Background: an optimization exercise with open tools, aiming at small area. Do not read the settings as production practice.
At most, simulation tests tie the RTL to the original design; equivalence was not proved.
Power is estimated from default activity; no workload was simulated.

## qe_unit
module qe_unit (
    input  wire        clk,
    input  wire        rst_n,         
    input  wire        qa,
    input  wire        qb,
    input  wire        qz,
    input  wire        tick_ms,
    input  wire        confirm,
    input  wire [4:0]  confirm_pair,
    input  wire        wr_en,
    input  wire [4:0]  wr_addr,
    input  wire [31:0] wr_data,
    input  wire [4:0]  rd_addr,
    output reg  [31:0] rd_data,
    output wire [7:0]  win_h,
    output reg         ev_uncertain,
    output reg         ev_referenced,
    output reg         ev_refused
);
Settings: LEC_CHECK=0, CAP_MARGIN=10, CORE_MARGIN=2, CORE_UTILIZATION=55, CTS_BUF_LIST=sky130_fd_sc_hd__clkbuf_16, CTS_CLUSTER_DIAMETER=80, CTS_CLUSTER_SIZE=22, SLEW_MARGIN=10; clock period 10.0 ns.
standard.sh (not shown) runs the stock make flow with config.mk's settings and CLKGATE_MAP_FILE= SYNTH_SCRIPT=/design/flow/synth_recipe.tcl, a recipe that flattens the netlist after the stock synthesis.
==> flow/flow/run.sh <==
#!/bin/bash
# Layout flow: the standard layout (standard.sh, which runs the standard
# synthesis unchanged), with two changes to how the layout is made:
#  - the port buffers are the smallest buffer cell (buffer_ports -buffer_cell);
#  - the clock tree is built without dummy loads.
# make's full output goes to standard.log here; ORFS keeps each step's log
# under orfs/logs/.
set -euo pipefail
export BUFFER_PORTS_ARGS="-buffer_cell sky130_fd_sc_hd__buf_1"
export CTS_ARGS="-sink_clustering_enable -repair_clock_nets -sink_clustering_size 22 -sink_clustering_max_diameter 80 -buf_list sky130_fd_sc_hd__clkbuf_16 -dont_use_dummy_load"
if ! bash standard.sh > standard.log 2>&1; then
    tail -n 40 standard.log
    exit 1
fi
tail -n 5 standard.log
The baseline finished clean.
Next try:
- CORE_UTILIZATION: 55 -> 40
Effect:
- total power rose slightly
- die area rose by well over a third
- worst hold slack degrades by 0.029 ns
- wire length fell by a few percent
- sequential power hardly moves
- non-clock buffer count fell by 1
- setup slack improves by 0.40 ns
- cell area rose slightly
- core utilization fell by 16 points
- maximum frequency rose by a few percent
Next try:
--- a/flow/flow/run.sh
+++ b/flow/flow/run.sh
@@ -8,5 +8,5 @@
 set -euo pipefail
 export BUFFER_PORTS_ARGS="-buffer_cell sky130_fd_sc_hd__buf_1"
-export CTS_ARGS="-sink_clustering_enable -repair_clock_nets -sink_clustering_size 22 -sink_clustering_max_diameter 80 -buf_list sky130_fd_sc_hd__clkbuf_16 -dont_use_dummy_load"
+export CTS_ARGS="-sink_clustering_enable -repair_clock_nets -sink_clustering_size 27 -sink_clustering_max_diameter 90 -buf_list sky130_fd_sc_hd__clkbuf_16 -dont_use_dummy_load"
 if ! bash standard.sh > standard.log 2>&1; then
     tail -n 40 standard.log
- CTS_CLUSTER_DIAMETER: 80 -> 90
- CTS_CLUSTER_SIZE: 22 -> 27
Result: Setup slack degrades by 0.014 ns; combinational power barely changes; core utilization went down by 0.17 points.

qe_unit, a different RTL version from the one above (not shown whole).
Size: roughly 790 flip-flops, roughly 98 I/O pins, ~47000 µm² of cells after synthesis.
clock: 10.0 ns
lec_check: 0
cap_margin: 40
core_margin: 2
core_utilization: 40
cts_buf_list: sky130_fd_sc_hd__clkbuf_16
cts_cluster_diameter: 80
cts_cluster_size: 22
slew_margin: 30
run.sh (not shown) runs the stock make flow with config.mk's settings and CLKGATE_MAP_FILE= SYNTH_SCRIPT=/design/flow/synth_recipe.tcl, a recipe that flattens the netlist after the stock synthesis.
Stock flow here: none of the scripts above is used.
The baseline completed without violations.
Next try:
--- a/flow/config.mk
+++ b/flow/config.mk
@@ -11,3 +11,3 @@
-export CTS_BUF_LIST = sky130_fd_sc_hd__clkbuf_16
-export CTS_CLUSTER_DIAMETER = 80
-export CTS_CLUSTER_SIZE = 22
+export CTS_BUF_LIST = sky130_fd_sc_hd__clkbuf_8
+export CTS_CLUSTER_DIAMETER = 60
+export CTS_CLUSTER_SIZE = 12
Result:
- The new run finished with timing, DRC and antenna clean
- maximum frequency came out higher by 0.38%
- clock power rose by 12%
- design area is higher by 0.88%
- flip-flop and latch count stays the same
- area after synthesis does not change
- setup slack gains 34 ps
- global-route usage climbs by 0.32 points
- via count hardly moves
- non-clock buffer count is unchanged
Function was not checked in any run of this note: the RTL went through the layout flow alone.

qe_unit, a different RTL version from the one above (not shown whole).
Size in the first run: about 3,800 cells after synthesis, roughly 790 flip-flops, ~47,000 um2 of cells after synthesis.
==> flow/config.mk <==
export PLATFORM = sky130hd
export DESIGN_NAME = qe_unit
export DESIGN_NICKNAME = qe_unit
export VERILOG_FILES = /design/flow/design.v
export SDC_FILE = /design/flow/constraint.sdc
export NUM_CORES = 4
export LEC_CHECK = 0
export CAP_MARGIN = 10
export CORE_MARGIN = 2
export CORE_UTILIZATION = 40
export CTS_BUF_LIST = sky130_fd_sc_hd__clkbuf_8
export CTS_CLUSTER_DIAMETER = 60
export CTS_CLUSTER_SIZE = 12
export SLEW_MARGIN = 10
export SYNTH_HIERARCHICAL = 1
export SYNTH_MINIMUM_KEEP_SIZE = 0
==> flow/constraint.sdc <==
create_clock -name core_clock -period 10.0 [get_ports {clk}]
set_input_delay 2.0000 -clock core_clock [delete_from_list [all_inputs] [get_ports {clk}]]
set_output_delay 2.0000 -clock core_clock [all_outputs]
set_load 0.01 [all_outputs]
The first run ran to the end with no violations.
Then changed:
Settings changed: CAP_MARGIN 10 to 40, SLEW_MARGIN 10 to 30.
After rerunning: The changed run finished clean. Count of clock-buffer cells in the layout goes up by 5. Global-route usage grows by 0.10 points. Sequential share of layout area goes down by 0.42 points. Final area goes up by 1.0%. Setup slack loses 0.037 ns. Via count came out higher by 0.96%. Power rose by 2.2%.

Setup of v39:
Another version of the RTL of qe_unit (not shown whole).
For scale: about 3700 cells after synthesis, ~790 flip-flops, about 98 I/O pins.
==> flow/design.v (excerpt) <==
module qe_unit (
    input  wire        clk,
    input  wire        rst_n,         
    input  wire        qa,
    input  wire        qb,
    input  wire        qz,
    input  wire        tick_ms,
    input  wire        confirm,
    input  wire [4:0]  confirm_pair,
    input  wire        wr_en,
    input  wire [4:0]  wr_addr,
    input  wire [31:0] wr_data,
    input  wire [4:0]  rd_addr,
    output reg  [31:0] rd_data,
    output wire [7:0]  win_h,
    output reg         ev_uncertain,
    output reg         ev_referenced,
    output reg         ev_refused
);
    localparam [2:0] C_NONE = 3'd0, C_NOREF = 3'd1, C_ILLEGAL = 3'd2,
                     C_OVERSPEED = 3'd3, C_MISMATCH = 3'd4, C_RANGE = 3'd5,
                     C_DISABLED = 3'd6;
    wire rst = !rst_n;
    genvar i, r, w;
    reg               cfg_dir;
    reg  [1:0]        cfg_ref_mode;
    reg               cfg_zgate;
    reg  [3:0]        cfg_flt;
    reg  [4:0]        cfg_ref_pair;
    reg  [7:0]        cfg_still_t;
    reg               cfg_en;
    reg  [31:0]       ref_pos;
    reg  [7:0]        still_band;
    reg  [7:0]        ztol;
    reg  [31:0]       win_start [0:7];
    reg  [31:0]       win_ctl   [0:7];
    reg  [31:0]       pos;
    reg  [31:0]       zpos;
    reg  [8:0]        delta;         
    reg               illegal_flag;
    reg               still;
    reg  [7:0]        still_cnt;
    reg               ref_armed;
    reg  [13:0]       arm_cnt;
    reg  [2:0]        cause;
    reg               rf_set;        
    reg               rf_lsb;        
    reg               wr_ign;
    reg  [15:0]       illegal_cnt;
    reg  [15:0]       refs;
    reg  [6:0]        age_a, age_b;     
    reg               fresh;
    wire referenced = (cause == C_NONE);
    reg  [2:0] flt_q;             
    reg  [3:0] flt_cnt [0:2];
    wire [2:0] flt_in = {qz, qb, qa};
    wire [2:0] flt_n;             
    generate
        for (i = 0; i < 3; i = i + 1) begin : g_flt
            wire [3:0] cnt  = flt_cnt[i];
  ...
clock: 10.0 ns
lec_check: 0
cap_margin: 5
core_margin: 2
core_utilization: 40
cts_buf_list: sky130_fd_sc_hd__clkbuf_16
cts_cluster_diameter: 90
cts_cluster_size: 27
slew_margin: 5
standard.sh (not shown) runs the stock make flow with config.mk's settings and CLKGATE_MAP_FILE= SYNTH_SCRIPT=/design/flow/synth_recipe.tcl, a recipe that flattens the netlist after the stock synthesis.
==> flow/flow/run.sh <==
#!/bin/bash
# Layout flow: the standard layout (standard.sh, which runs the standard
# synthesis unchanged), with two changes to how the layout is made:
#  - the port buffers are the smallest buffer cell (buffer_ports -buffer_cell);
#  - the clock tree is built without dummy loads.
# make's full output goes to standard.log here; ORFS keeps each step's log
# under orfs/logs/.
set -euo pipefail
export BUFFER_PORTS_ARGS="-buffer_cell sky130_fd_sc_hd__buf_1"
export CTS_ARGS="-sink_clustering_enable -repair_clock_nets -sink_clustering_size 27 -sink_clustering_max_diameter 90 -buf_list sky130_fd_sc_hd__clkbuf_16 -dont_use_dummy_load"
if ! bash standard.sh > standard.log 2>&1; then
    tail -n 40 standard.log
    exit 1
fi
tail -n 5 standard.log
No stage failed in v39, and the final checks on the layout all came back clean.
diff inputs: v39 => v25
diff --git a/flow/config.mk b/flow/config.mk
--- a/flow/config.mk
+++ b/flow/config.mk
@@ -6,5 +6,5 @@
 export NUM_CORES = 4
 export LEC_CHECK = 0
-export CAP_MARGIN = 5
+export CAP_MARGIN = 10
 export CORE_MARGIN = 2
 export CORE_UTILIZATION = 40
@@ -12,3 +12,3 @@
 export CTS_CLUSTER_DIAMETER = 90
 export CTS_CLUSTER_SIZE = 27
-export SLEW_MARGIN = 5
+export SLEW_MARGIN = 10
v25 -> v39: transition time of the tightest slew-check pin delta 0, exact match. Number of buffers added for setup after CTS came out exactly the same in v25 and v39. Diff v39..v25 | flip-flop and latch count | negligible. Count of pins on the block boundary came out exactly the same in v25 and v39. Reported for v25 and v39, y dimension of the die turned out identical to the last digit.
Setup changes, v25 to v16
diff --git a/flow/config.mk b/flow/config.mk
--- a/flow/config.mk
+++ b/flow/config.mk
@@ -12,3 +12,4 @@
 export CTS_CLUSTER_DIAMETER = 90
 export CTS_CLUSTER_SIZE = 27
+export PLACE_DENSITY = 0.8
 export SLEW_MARGIN = 10
==> comparison <==
- On global-route usage, the higher figure sits with v25, not v16.
- Final worst-path setup slack ended up 0.51 ns lower on v16 than on v25.
- Max maximum fanout along the worst path across v25 and v16: v25
- The sequential share of layout area of v25 and that of v16 are within noise of each other.
- The higher share of final layout cell area taken by non-clock buffers came out of v25.

== yarrow ==
qe_unit, a different RTL version from the one above (not shown whole).
Size in the first run: ~3800 cells after synthesis, roughly 790 flip-flops, ~47000 um2 of cells after synthesis.
Design qe_unit, start of the top module:
module qe_unit (
    input  wire        clk,
    input  wire        rst_n,         
    input  wire        qa,
    input  wire        qb,
    input  wire        qz,
    input  wire        tick_ms,
    input  wire        confirm,
    input  wire [4:0]  confirm_pair,
    input  wire        wr_en,
    input  wire [4:0]  wr_addr,
    input  wire [31:0] wr_data,
    input  wire [4:0]  rd_addr,
    output reg  [31:0] rd_data,
    output wire [7:0]  win_h,
    output reg         ev_uncertain,
    output reg         ev_referenced,
    output reg         ev_refused
);
export LEC_CHECK = 0
export CAP_MARGIN = 40
export CORE_MARGIN = 2
export CORE_UTILIZATION = 40
export CTS_BUF_LIST = sky130_fd_sc_hd__clkbuf_16
export CTS_CLUSTER_DIAMETER = 80
export CTS_CLUSTER_SIZE = 22
export SLEW_MARGIN = 30
create_clock -name core_clock -period 10.0 [get_ports {clk}]
==> flow/flow/run.sh <==
#!/bin/bash
# Layout flow: the standard layout (standard.sh, which runs the standard
# synthesis unchanged), with two changes to how the layout is made:
#  - the port buffers are the smallest buffer cell (buffer_ports -buffer_cell);
#  - the clock tree is built without dummy loads.
# make's full output goes to standard.log here; ORFS keeps each step's log
# under orfs/logs/.
set -euo pipefail
export BUFFER_PORTS_ARGS="-buffer_cell sky130_fd_sc_hd__buf_1"
export CTS_ARGS="-sink_clustering_enable -repair_clock_nets -sink_clustering_size 22 -sink_clustering_max_diameter 80 -buf_list sky130_fd_sc_hd__clkbuf_16 -dont_use_dummy_load"
if ! bash standard.sh > standard.log 2>&1; then
    tail -n 40 standard.log
    exit 1
fi
tail -n 5 standard.log
The following lists how xenon was set up differently from yarrow:
Settings: SYNTH_MINIMUM_KEEP_SIZE newly set to 0; SYNTH_HIERARCHICAL newly set to 1.
Results
In terms of hold slack, xenon and yarrow differ only marginally. Row fraction of power consumed by sequential logic: xenon lower / yarrow higher. xenon vs yarrow: global-route wire length before repair up by a few percent. Category of the critical setup timing path = in -> reg: xenon; category of the critical setup timing path = reg -> reg: yarrow. yarrow has lower number of distinct library cells after synthesis than xenon. Route | xenon vs yarrow | wire longer in xenon. Final cell area: xenon above yarrow. Going from yarrow to xenon, clock network latency to the later pin of the worst-skew pair went down 0.03 ns, register area share after synthesis went down 0.41 points.
The following lists how nickel was set up differently from xenon:
Settings: clearing SYNTH_MINIMUM_KEEP_SIZE, which used to be 0; swapping 40 for 10 in CAP_MARGIN; swapping 30 for 10 in SLEW_MARGIN; clearing SYNTH_HIERARCHICAL, which used to be 1.
==> run notes <==
- From xenon to nickel the numbers moved as follows: post-route clock period utilization climbed 2.2 points, critical path depth climbed 2.
- On area of the core region: nickel sits below xenon.
- Note that the routed wire length recorded for nickel amounts to 0.929 times the value seen in xenon.
- Post-detailed-route wirelength per cell was lower in the run labelled nickel.
- Comparing xenon and nickel, minimum setup slack in the final design is lower on nickel.

port drivers added, routing unchanged:
How much do the figures lean on ideal ports? The routed layouts below were timed once more, with nothing changed but the port constraints. Step 1 sets driving cells, clkbuf_16 on the clock port and buf_2 on the other inputs (assumed; they add their load-dependent delay and slew). Step 2 moves the port delays by t, midway between the first and last clock arrival at a register: inputs arrive t later, outputs are due t later. That takes back most of the time a late clock gives input paths. Three values: ideal, step 1, step 2; two values: the first two.
| run | t (ns) | slack for setup (ns) | worst setup path at the end | latest minus earliest clock arrival (ns) | slew at the worst register clock pin (ns) |
|---|---|---|---|---|---|
| the first run of note 1 | 0.701 | 0.354 / 0.354 / 0.354 | register to register | 0.095 / 0.095 | 0.10 / 0.10 |
| the second run of note 1 | 0.725 | 0.749 / 0.749 / 0.749 | register to register | 0.110 / 0.109 | 0.10 / 0.10 |
| the third run of note 1 | 0.738 | 0.735 / 0.735 / 0.735 | register to register | 0.069 / 0.070 | 0.12 / 0.12 |
| the first run of note 2 | 0.769 | 0.890 / 0.890 / 0.890 | register to register | 0.056 / 0.056 | 0.11 / 0.11 |
| the second run of note 2 | 0.880 | 0.925 / 0.925 / 0.925 | register to register | 0.080 / 0.080 | 0.09 / 0.09 |
| the first run of note 3 | 0.856 | 0.596 / 0.646 / -0.210 | input to register | 0.065 / 0.066 | 0.10 / 0.10 |
| the second run of note 3 | 0.845 | 0.559 / 0.611 / -0.234 | input to register | 0.048 / 0.048 | 0.10 / 0.10 |
| v39 | 0.732 | 0.870 / 0.870 / 0.870 | register to register | 0.095 / 0.095 | 0.12 / 0.12 |
| v25 | 0.732 | 0.870 / 0.870 / 0.870 | register to register | 0.095 / 0.095 | 0.12 / 0.12 |
| v16 | 0.700 | 0.363 / 0.363 / 0.363 | register to register | 0.105 / 0.106 | 0.12 / 0.12 |
| yarrow | 0.750 | 0.641 / 0.641 / 0.641 | register to register | 0.111 / 0.111 | 0.10 / 0.10 |
| xenon | 0.746 | 0.569 / 0.611 / -0.135 | input to register | 0.069 / 0.069 | 0.11 / 0.11 |
| nickel | 0.749 | 0.347 / 0.347 / 0.347 | register to register | 0.100 / 0.100 | 0.11 / 0.11 |
Met with ideal ports but missed after step 2: setup timing in the first run of note 3, the second run of note 3 and xenon. The setup slack of the first run of note 3, which loses most, moves by +0.050 ns with the drivers and by -0.806 ns with both steps.
